This design comes from an exercise in tuning for small area, a short achievable clock period and few clock cycles per item on the open sky130 flow, not from production work. At most, simulation tests tie the RTL to the original design; equivalence was not proved. Power figures rest on the tool's default switching activity, not on a simulated workload.

Setup of before:
// mbcq_enc
module mbcq_enc #(
    parameter integer N  = 33,      
    parameter integer HQ = 2        
) (
    input  wire        clk,
    input  wire        rst,         
    input  wire        in_valid,
    output wire        in_ready,
    input  wire        in_last,     
    input  wire [1:0]  in_fmt,      
    input  wire [1:0]  in_k,        
    input  wire [31:0] in_elem,     
    output wire        out_valid,
    input  wire        out_ready,
    output wire        out_hdr,     
    output wire        out_last,    
    output wire [15:0] out_data
);
clock: 16.0 ns
lec_check: 0
cap_margin: 20
core_margin: 2
core_utilization: 35
cts_buf_list: sky130_fd_sc_hd__clkbuf_8
cts_cluster_diameter: 70
cts_cluster_size: 14
place_density: 0.5
slew_margin: 20
standard.sh (not shown) runs the stock make flow with config.mk's settings and CLKGATE_MAP_FILE= SYNTH_SCRIPT=/design/flow/synth_recipe.tcl, a recipe that flattens the netlist after the stock synthesis.
==> flow/flow/run.sh <==
#!/bin/bash
# Own layout flow: the standard ORFS flow (standard.sh), with the ports
# buffered by a plain buffer instead of the delay-cell buffer ORFS picks.
# The make output goes to flow.log in the work folder; ORFS's own per-step
# logs stay under orfs/logs/.
set -euo pipefail
bash standard.sh \
  "BUFFER_PORTS_ARGS=-buffer_cell sky130_fd_sc_hd__buf_2" \
  SETUP_SLACK_MARGIN=11.5 \
  finish > flow.log 2>&1
before finished all stages; the layout is clean.
## Diff of input files: after against before
diff --git a/flow/flow/run.sh b/flow/flow/run.sh
--- a/flow/flow/run.sh
+++ b/flow/flow/run.sh
@@ -9 +8,0 @@
-  SETUP_SLACK_MARGIN=11.5 \
[summary]
Sequential cell area across after and before: no real change.
Comparing after and before, the lower post-route worst setup slack was measured on after.
Between after and before, the relative slew slack is lower for before.
No functional check of the RTL was part of any run of this note.

---

Another version of the RTL of mbcq_enc (not shown whole).
Size in the first run: about 3800 cells after synthesis, about 1100 flip-flops, ~0.047 mm² of cells after synthesis.
Settings: LEC_CHECK=0, ABC_AREA=1, CAP_MARGIN=20, CORE_MARGIN=2, CORE_UTILIZATION=70, CTS_BUF_LIST=sky130_fd_sc_hd__clkbuf_8, CTS_CLUSTER_DIAMETER=70, CTS_CLUSTER_SIZE=14, PLACE_DENSITY=0.8, SLEW_MARGIN=20; clock period 16.0 ns.
==> flow/flow/run.sh <==
#!/bin/bash
# Own layout flow: the standard ORFS flow (standard.sh), with the ports
# buffered by a plain buffer instead of the delay-cell buffer ORFS picks.
# The make output goes to flow.log in the work folder; ORFS's own per-step
# logs stay under orfs/logs/.
set -euo pipefail
bash standard.sh \
  "BUFFER_PORTS_ARGS=-buffer_cell sky130_fd_sc_hd__buf_2" \
  SETUP_SLACK_MARGIN=11.5 \
  finish > flow.log 2>&1
Testbench counts at the start, summed over its fixed seeds: cycles 377,501, items 363,761.
==> next run, changes <==
ABC_AREA = unset   (was 1)
CORE_UTILIZATION = 55   (was 70)
PLACE_DENSITY = 0.65   (was 0.8)
Outcome: The new run ran to the end with no violations; flip-flop and latch count is unchanged; clock skew goes up by 0.012 ns; synthesized area goes down by about 1.2%; wire length goes up by about 16%.
==> next run, changes <==
CORE_UTILIZATION = 70   (was 55)
PLACE_DENSITY = 0.8   (was 0.65)
Outcome: Setup slack improved by 0.038 ns. Global-route usage rises by 7.2 points. Utilization came out higher by 16 points.
==> next run, changes <==
ABC_CLOCK_PERIOD_IN_PS = 4000   (was unset)
Sequential cell count stays the same.
Cell count does not change.
First-iteration DRC count stays the same.
Count of clock-buffer cells in the layout is unchanged.
Power stays the same.
Combinational power stays flat.
Cell area is unchanged.
Fmax does not change.

---

build 19:
mbcq_enc, a different RTL version from the one above (not shown whole).
Size in the first run: ~2,800 cells after synthesis, roughly 47,000 µm² of cells after synthesis.
Design mbcq_enc, start of the top module:
module mbcq_enc #(
    parameter integer N  = 34,      
    parameter integer HQ = 2        
) (
    input  wire        clk,
    input  wire        rst,         
    input  wire        in_valid,
    output wire        in_ready,
    input  wire        in_last,     
    input  wire [1:0]  in_fmt,      
    input  wire [1:0]  in_k,        
    input  wire [31:0] in_elem,     
    output wire        out_valid,
    input  wire        out_ready,
    output wire        out_hdr,     
    output wire        out_last,    
    output wire [15:0] out_data
);
export LEC_CHECK = 0
export CAP_MARGIN = 20
export CORE_MARGIN = 2
export CORE_UTILIZATION = 35
export PLACE_DENSITY = 0.5
export SLEW_MARGIN = 20
create_clock -name core_clock -period 16.0 [get_ports {clk}]
run.sh (not shown) runs the stock make flow with config.mk's settings and CLKGATE_MAP_FILE= SYNTH_SCRIPT=/design/flow/synth_recipe.tcl, a recipe that flattens the netlist after the stock synthesis.
Stock flow here: none of the scripts above is used.
[inputs] build 75 vs build 19
# build 19
export LEC_CHECK = 0
export CAP_MARGIN = 20
export CORE_MARGIN = 2
export CORE_UTILIZATION = 35
export PLACE_DENSITY = 0.5
export SLEW_MARGIN = 20
create_clock -name core_clock -period 16.0 [get_ports {clk}]
# build 75
export LEC_CHECK = 0
export CAP_MARGIN = 20
export CORE_MARGIN = 2
export CORE_UTILIZATION = 35
export CTS_BUF_LIST = sky130_fd_sc_hd__clkbuf_4
export PLACE_DENSITY = 0.5
export SLEW_MARGIN = 20
create_clock -name core_clock -period 16.0 [get_ports {clk}]
Results
In build 75 the total power of the final layout turned out 3.5% lower than in build 19.
Lower number of antenna violations at the first check in global routing was reported by build 19, not build 75.
The slew of the pin with the lowest slew margin in build 75 was lower than what build 19 gave.
For build 19, the timing startpoint of the critical path was a_fmt[1], unlike build 75, where it was a_fmt[0].
Clock-cell share of area in build 75 vs build 19: down 0.59 points
Build 75 improves on build 19 in post-route cell area.
Input changes introduced in build 67 (baseline for comparison: build 75):
# build 75
export LEC_CHECK = 0
export CAP_MARGIN = 20
export CORE_MARGIN = 2
export CORE_UTILIZATION = 35
export CTS_BUF_LIST = sky130_fd_sc_hd__clkbuf_4
export PLACE_DENSITY = 0.5
export SLEW_MARGIN = 20
create_clock -name core_clock -period 16.0 [get_ports {clk}]
# build 67
export LEC_CHECK = 0
export CAP_MARGIN = 20
export CORE_MARGIN = 2
export CORE_UTILIZATION = 35
export CTS_BUF_LIST = sky130_fd_sc_hd__clkbuf_8
export PLACE_DENSITY = 0.5
export SLEW_MARGIN = 20
create_clock -name core_clock -period 16.0 [get_ports {clk}]
## What came out
Worst path required time: build 67 vs build 75 down 0.33 ns. On highest clock rate, build 75 beats build 67. Each of the runs, namely build 75 and build 67, reached the end of the flow and came out clean. The count of buffering cells on the critical path with inverters included reported for build 67 is smaller than that of build 75 by 1. Going from build 75 to build 67, total power shrank by 0.11 mW, sequential share of layout area grew by 0.33 points, growth of design area from synthesis to finish shrank by 0.64 points, least setup slack across all paths after layout shrank by 0.082 ns.
No functional check of the RTL was part of any run of this note.

---

Setup of old:
mbcq_enc, a different RTL version from the one above (not shown whole).
Size in the first run: about 3300 cells after synthesis, roughly 1100 flip-flops, ~61 I/O pins, ~0.047 mm2 of cells after synthesis.
export LEC_CHECK = 0
export CAP_MARGIN = 20
export CORE_MARGIN = 2
export CORE_UTILIZATION = 35
export CTS_BUF_LIST = sky130_fd_sc_hd__clkbuf_16
export CTS_CLUSTER_DIAMETER = 70
export CTS_CLUSTER_SIZE = 14
export PLACE_DENSITY = 0.5
export SLEW_MARGIN = 20
create_clock -name core_clock -period 16.0 [get_ports {clk}]
standard.sh (not shown) runs the stock make flow with config.mk's settings and CLKGATE_MAP_FILE= SYNTH_SCRIPT=/design/flow/synth_recipe.tcl, a recipe that flattens the netlist after the stock synthesis.
==> flow/flow/run.sh <==
#!/bin/bash
# Own layout flow: the standard ORFS flow (standard.sh), with the ports
# buffered by a plain buffer instead of the delay-cell buffer ORFS picks.
# The make output goes to flow.log in the work folder; ORFS's own per-step
# logs stay under orfs/logs/.
set -euo pipefail
bash standard.sh \
  "BUFFER_PORTS_ARGS=-buffer_cell sky130_fd_sc_hd__buf_2" \
  finish > flow.log 2>&1
Changes in new relative to old:
- changing CTS_BUF_LIST from sky130_fd_sc_hd__clkbuf_16 to sky130_fd_sc_hd__clkbuf_8
Notes after the runs:
Vias: new below old. From old to new the numbers moved as follows: number of antenna violations at the first check in global routing went up, area growth from synthesis to layout has decreased, final cell area excluding filler cells lower. Power per cell area (higher): old. old has a higher count of clock-buffer cells in the layout than new. Every stage of the flow completed for new, and the final layout passed the timing, design-rule and antenna checks. Measured against each other, old and new differ in portion of total power attributed to the clock network, the lower figure coming from new. On insertion delay to the later sink of the worst-skew pair, the higher figure sits with new, not old. Diff old -> new | detailed-routed wire length on met3 | increase of about 11%. Between old and new, the global-route usage figures differ only marginally. The share of the core filled with cells in the final layout in new was lower than what old gave.
No functional check of the RTL was part of any run of this note.

---

Another version of the RTL of mbcq_enc (not shown whole).
Size: ~3200 cells after synthesis, ~1100 flip-flops.
Settings: LEC_CHECK=0, CAP_MARGIN=20, CORE_MARGIN=2, CORE_UTILIZATION=35, PLACE_DENSITY=0.5, SLEW_MARGIN=20; clock period 16.0 ns.
run.sh (not shown) runs the stock make flow with config.mk's settings and CLKGATE_MAP_FILE= SYNTH_SCRIPT=/design/flow/synth_recipe.tcl, a recipe that flattens the netlist after the stock synthesis.
Stock flow here: none of the scripts above is used.
The first run passed the timing, design-rule and antenna checks.
==> next run, changes <==
Settings changed: CTS_BUF_LIST set to sky130_fd_sc_hd__clkbuf_8, CTS_CLUSTER_DIAMETER set to 70, CTS_CLUSTER_SIZE set to 14.
=> The new run completed with no timing, DRC or antenna violations. Via count falls by about 1.2%. Utilization falls by 1.6 points. Wire length falls by 0.50%. Count of clock-buffer cells in the layout falls by 51. Design area falls by 3.9%. Global-route usage hardly moves. Worst setup slack improves by 73 ps. Final cell count falls by about 1.3%. Clock power falls by 41%.
No run of this note included a check of the RTL's function; only the layout flow was run.

---

mbcq_enc, a different RTL version from the one above (not shown whole).
Size: about 3400 cells after synthesis, about 61 I/O pins.
// mbcq_enc
module mbcq_enc #(
    parameter integer N  = 33,      
    parameter integer HQ = 2        
) (
    input  wire        clk,
    input  wire        rst,         
    input  wire        in_valid,
    output wire        in_ready,
    input  wire        in_last,     
    input  wire [1:0]  in_fmt,      
    input  wire [1:0]  in_k,        
    input  wire [31:0] in_elem,     
    output wire        out_valid,
    input  wire        out_ready,
    output wire        out_hdr,     
    output wire        out_last,    
    output wire [15:0] out_data
);
    localparam integer PW = (N > 32) ? 6 : 5;       
    localparam integer QW = (HQ > 2) ? 2 : 1;       
    function automatic [4:0] lzc23;      
        input [22:0] v;
        integer i;
        begin
            lzc23 = 5'd23;
            for (i = 0; i < 23; i = i + 1)
                if (v[i]) lzc23 = 5'd23 - i[4:0];
        end
    endfunction
    wire        i_f16  = (in_fmt == 2'd2);
    wire        i_b16  = (in_fmt == 2'd1);
    wire        i_s    = (i_f16 || i_b16) ? in_elem[15] : in_elem[31];
    wire [7:0]  i_ex   = i_f16 ? {3'b000, in_elem[14:10]} : i_b16 ? in_elem[14:7] : in_elem[30:23];
    wire [22:0] i_man  = i_f16 ? {in_elem[9:0], 13'h0} : i_b16 ? {in_elem[6:0], 16'h0} : in_elem[22:0];
    wire [4:0]  i_lz   = i_f16 ? lzc23({in_elem[9:0], 13'h0}) :
                         i_b16 ? lzc23({in_elem[6:0], 16'h0}) : lzc23(in_elem[22:0]);
    reg        rdy;               
    reg        busy;              
    reg        a_v, a_last, a_s, a_f16;
    reg [1:0]  a_k;
    reg [7:0]  a_ex;
    reg [22:0] a_man;
    reg [4:0]  a_lz;              
    assign in_ready = rdy;
    always @(posedge clk) begin
        a_s    <= i_s;
        a_ex   <= i_ex;
        a_man  <= i_man;
        a_lz   <= i_lz;
        a_f16  <= i_f16;
        a_k    <= in_k;
        a_last <= in_last;
        if (rst) a_v <= 1'b0;
        else     a_v <= in_valid & !busy;
    end
    wire        a_spec = a_f16 ? (a_ex[4:0] == 5'h1F) : (a_ex == 8'hFF);
    wire        a_sub  = (a_ex == 8'd0);
    wire        a_zero = a_sub && (a_man == 23'd0);
    wire [8:0]  a_base = a_f16 ? 9'd369 : 9'd257;       
    wire [8:0]  a_ebf  = a_sub ? a_base - {4'b0000, a_lz} : a_base - 9'd1 + {1'b0, a_ex};
    wire [8:0]  a_eb   = a_spec ? 9'h1FF : a_zero ? 9'd0 : a_ebf;
  ...
export LEC_CHECK = 0
export CAP_MARGIN = 20
export CORE_MARGIN = 2
export CORE_UTILIZATION = 35
export CTS_BUF_LIST = sky130_fd_sc_hd__clkbuf_8
export CTS_CLUSTER_DIAMETER = 70
export CTS_CLUSTER_SIZE = 14
export PLACE_DENSITY = 0.5
export SLEW_MARGIN = 20
create_clock -name core_clock -period 16.0 [get_ports {clk}]
standard.sh (not shown) runs the stock make flow with config.mk's settings and CLKGATE_MAP_FILE= SYNTH_SCRIPT=/design/flow/synth_recipe.tcl, a recipe that flattens the netlist after the stock synthesis.
==> flow/flow/run.sh <==
#!/bin/bash
# Own layout flow: the standard ORFS flow (standard.sh), with the ports
# buffered by a plain buffer instead of the delay-cell buffer ORFS picks.
# The make output goes to flow.log in the work folder; ORFS's own per-step
# logs stay under orfs/logs/.
set -euo pipefail
bash standard.sh \
  "BUFFER_PORTS_ARGS=-buffer_cell sky130_fd_sc_hd__buf_2" \
  SETUP_SLACK_MARGIN=11.5 \
  finish > flow.log 2>&1
Change:
Settings changed: CORE_UTILIZATION 35 to 55, PLACE_DENSITY 0.5 to 0.65.
Design area fell by 2.1%.
Routed wire length fell by 7.1%.
Hold slack improves by 0.010 ns.
Worst setup slack improves by 0.078 ns.
First-iteration DRC count rose by 19%.
Count of clock-buffer cells in the layout fell by 6.
Clock power fell by about 10%.
No run of this note included a check of the RTL's function; only the layout flow was run.

---

== build 11 ==
Another version of the RTL of mbcq_enc (not shown whole).
For scale: about 2,400 cells after synthesis, about 1,100 flip-flops, ~61 I/O pins.
Settings: LEC_CHECK=0, CAP_MARGIN=20, CORE_MARGIN=2, CORE_UTILIZATION=70, CTS_BUF_LIST=sky130_fd_sc_hd__clkbuf_16, CTS_CLUSTER_DIAMETER=80, CTS_CLUSTER_SIZE=30, PLACE_DENSITY=0.8, SLEW_MARGIN=20; clock period 16.0 ns.
==> flow/flow/run.sh <==
#!/bin/bash
# Own layout flow: the standard ORFS flow (standard.sh), with the ports
# buffered by a plain buffer instead of the delay-cell buffer ORFS picks.
# The make output goes to flow.log in the work folder; ORFS's own per-step
# logs stay under orfs/logs/.
set -euo pipefail
bash standard.sh \
  "BUFFER_PORTS_ARGS=-buffer_cell sky130_fd_sc_hd__buf_2" \
  SETUP_SLACK_MARGIN=12 \
  finish > flow.log 2>&1
Every stage of the flow completed for build 11, and the final layout passed the timing, design-rule and antenna checks.
Testbench counts of build 11, summed over its fixed seeds: cycles 377,724, items 363,761.
Relative to build 11, the following input files were edited for build 97:
Settings: changing CORE_UTILIZATION from 70 to 65; changing PLACE_DENSITY from 0.8 to 0.75.
diff --git a/flow/flow/run.sh b/flow/flow/run.sh
--- a/flow/flow/run.sh
+++ b/flow/flow/run.sh
@@ -8,3 +8,3 @@
   "BUFFER_PORTS_ARGS=-buffer_cell sky130_fd_sc_hd__buf_2" \
-  SETUP_SLACK_MARGIN=12 \
+  SETUP_SLACK_MARGIN=11.5 \
   finish > flow.log 2>&1
==> results.txt <==
Compared with build 11, build 97 shows overall die area higher by 7.5%. Going from build 11 to build 97, post-layout net count decreased 0.50%; transition time at the pin with the least slew margin fell by 0.027 ns; final design utilization decreased by 5.9 points relative to the old numbers; routing usage on met3 saw an increase. out_data[0] as the capture point of the worst path was reported by build 97, and out_data[11] by build 11. Build 97 -> build 11: placed instance area flat.
Input-level comparison between build 54 and build 97:
Settings: changing CORE_UTILIZATION from 65 to 70; changing PLACE_DENSITY from 0.75 to 0.8.
==> flow/run.sh (new file) <==
#!/bin/bash
# synth_recipe.tcl (not shown) runs the flow's synth.tcl, then flattens the netlist and writes it again
# the make line also repeats each setting of config.mk as NAME=value (left out here)
make -C /OpenROAD-flow-scripts/flow DESIGN_CONFIG=/design/flow/config.mk WORK_HOME=/design/flow/orfs CLKGATE_MAP_FILE= SYNTH_SCRIPT=/design/flow/synth_recipe.tcl finish
removed: flow/flow/run.sh
removed: flow/standard.sh
## What came out
Build 54 vs build 97, category of the critical setup timing path: flop to flop vs flop to primary output. Re met1 layer usage reported by global route: build 97 and build 54 aren't equal, and the lower value belongs to build 97. On clock power, build 54 tracks build 97 almost exactly. Looking at build 97 and build 54, the simple-gate portion of the synthesized area is a wash. Taking build 97 as the reference, in build 54 power held steady, utilization saw an increase. Per the comparison of build 54 with build 97, fraction of power consumed by the clock network shrank by 0.6 points, initial standard-cell utilization of the core shows an increase of 5.2 points, fraction of area in clock buffers and inverters dropped 0.23 points, relative max-transition margin now smaller.
Inputs modified between build 54 and build 2:
==> flow/flow/run.sh (new file) <==
#!/bin/bash
# Own layout flow: the standard ORFS flow (standard.sh), with the ports
# buffered by a plain buffer instead of the delay-cell buffer ORFS picks.
# The make output goes to flow.log in the work folder; ORFS's own per-step
# logs stay under orfs/logs/.
set -euo pipefail
bash standard.sh \
  "BUFFER_PORTS_ARGS=-buffer_cell sky130_fd_sc_hd__buf_2" \
  SETUP_SLACK_MARGIN=11.5 \
  finish > flow.log 2>&1
==> flow/standard.sh (new file) <==
#!/bin/bash
# synth_recipe.tcl (not shown) runs the flow's synth.tcl, then flattens the netlist and writes it again
# the make line also repeats each setting of config.mk as NAME=value (left out here)
make -C /OpenROAD-flow-scripts/flow DESIGN_CONFIG=/design/flow/config.mk WORK_HOME=/design/flow/orfs CLKGATE_MAP_FILE= SYNTH_SCRIPT=/design/flow/synth_recipe.tcl "${@:-finish}"
removed: flow/run.sh
Results
Number of design-rule violations left by the first detailed-router iteration: build 2 lower than build 54
Comparing build 2 and build 54, the higher total chip power is on build 54.
Number of logic stages on the critical path including buffering (lower): build 2
Internal power | build 2 below build 54
Build 54 → build 2: final design instance area without fill now smaller, share of final layout cell area taken by non-clock buffers now smaller, sequential share of layout area now larger.

what the ideal ports hide:
In the flow no input, the clock included, has a driving cell. The finished layouts below were timed again as built, in two steps.
Step 1 (the two cells are an assumption about what drives the block):
set clk [get_ports {clk}]
set_driving_cell -lib_cell sky130_fd_sc_hd__clkbuf_16 $clk
set_driving_cell -lib_cell sky130_fd_sc_hd__buf_2 [delete_from_list [all_inputs] $clk]
Step 2, shift: input delay + t, output delay - t, t = (earliest + latest rising clock arrival at the registers) / 2. This alone moves slack from input paths to output paths.
Three values: ideal ports, drivers, drivers and shift; two values: the first two.
| run | t (ns) | slack for setup (ns) | hold WS [ns] | worst register clock-pin slew, ns | pins driven straight from the clock port |
|---|---|---|---|---|---|
| before | 0.916 | 11.408 / 11.333 / 10.952 | 0.436 / 0.436 / 0.436 | 0.10 / 0.10 | 1 |
| after | 0.891 | 11.315 / 11.246 / 11.054 | 0.429 / 0.429 / 0.429 | 0.10 / 0.10 | 1 |
| the first run of note 2 | 0.801 | 11.552 / 11.489 / 11.019 | 0.425 / 0.425 / 0.425 | 0.10 / 0.10 | 1 |
| the second run of note 2 | 0.816 | 11.500 / 11.438 / 11.017 | 0.426 / 0.426 / 0.426 | 0.10 / 0.10 | 1 |
| the third run of note 2 | 0.797 | 11.538 / 11.479 / 11.055 | 0.432 / 0.432 / 0.432 | 0.10 / 0.10 | 1 |
| the fourth run of note 2 | 0.797 | 11.538 / 11.479 / 11.055 | 0.432 / 0.432 / 0.432 | 0.10 / 0.10 | 1 |
| build 19 | 0.785 | 8.865 / 8.865 / 8.865 | 0.420 / 0.420 / 0.420 | 0.07 / 0.07 | 1 |
| build 75 | 1.221 | 8.905 / 8.905 / 8.905 | 0.425 / 0.425 / 0.425 | 0.07 / 0.07 | 1 |
| build 67 | 0.923 | 8.823 / 8.823 / 8.823 | 0.420 / 0.420 / 0.420 | 0.07 / 0.07 | 1 |
| old | 0.786 | 11.059 / 11.059 / 11.059 | 0.421 / 0.421 / 0.421 | 0.07 / 0.07 | 1 |
| new | 0.913 | 11.047 / 11.047 / 11.047 | 0.427 / 0.427 / 0.427 | 0.10 / 0.10 | 1 |
| the first run of note 5 | 0.782 | 9.374 / 9.430 / 8.648 | 0.436 / 0.436 / 0.436 | 0.07 / 0.07 | 1 |
| the second run of note 5 | 0.864 | 9.447 / 9.494 / 8.630 | 0.445 / 0.445 / 0.445 | 0.11 / 0.11 | 1 |
| the first run of note 6 | 0.924 | 11.437 / 11.364 / 10.775 | 0.427 / 0.427 / 0.427 | 0.10 / 0.10 | 1 |
| the second run of note 6 | 0.818 | 11.515 / 11.453 / 10.987 | 0.437 / 0.437 / 0.437 | 0.10 / 0.10 | 1 |
| build 11 | 0.673 | 11.567 / 11.509 / 11.396 | 0.317 / 0.317 / 0.317 | 0.12 / 0.12 | 1 |
| build 97 | 0.659 | 11.589 / 11.530 / 11.114 | 0.324 / 0.324 / 0.324 | 0.11 / 0.11 | 1 |
| build 54 | 0.653 | 11.052 / 11.052 / 10.722 | 0.321 / 0.321 / 0.321 | 0.11 / 0.11 | 1 |
| build 2 | 0.653 | 11.625 / 11.570 / 11.127 | 0.326 / 0.326 / 0.326 | 0.11 / 0.11 | 1 |
After both steps setup and hold are still met in every run listed. For the second run of note 5, which loses most, drivers alone change the setup slack by +0.047 ns; drivers and shift together by -0.817 ns.
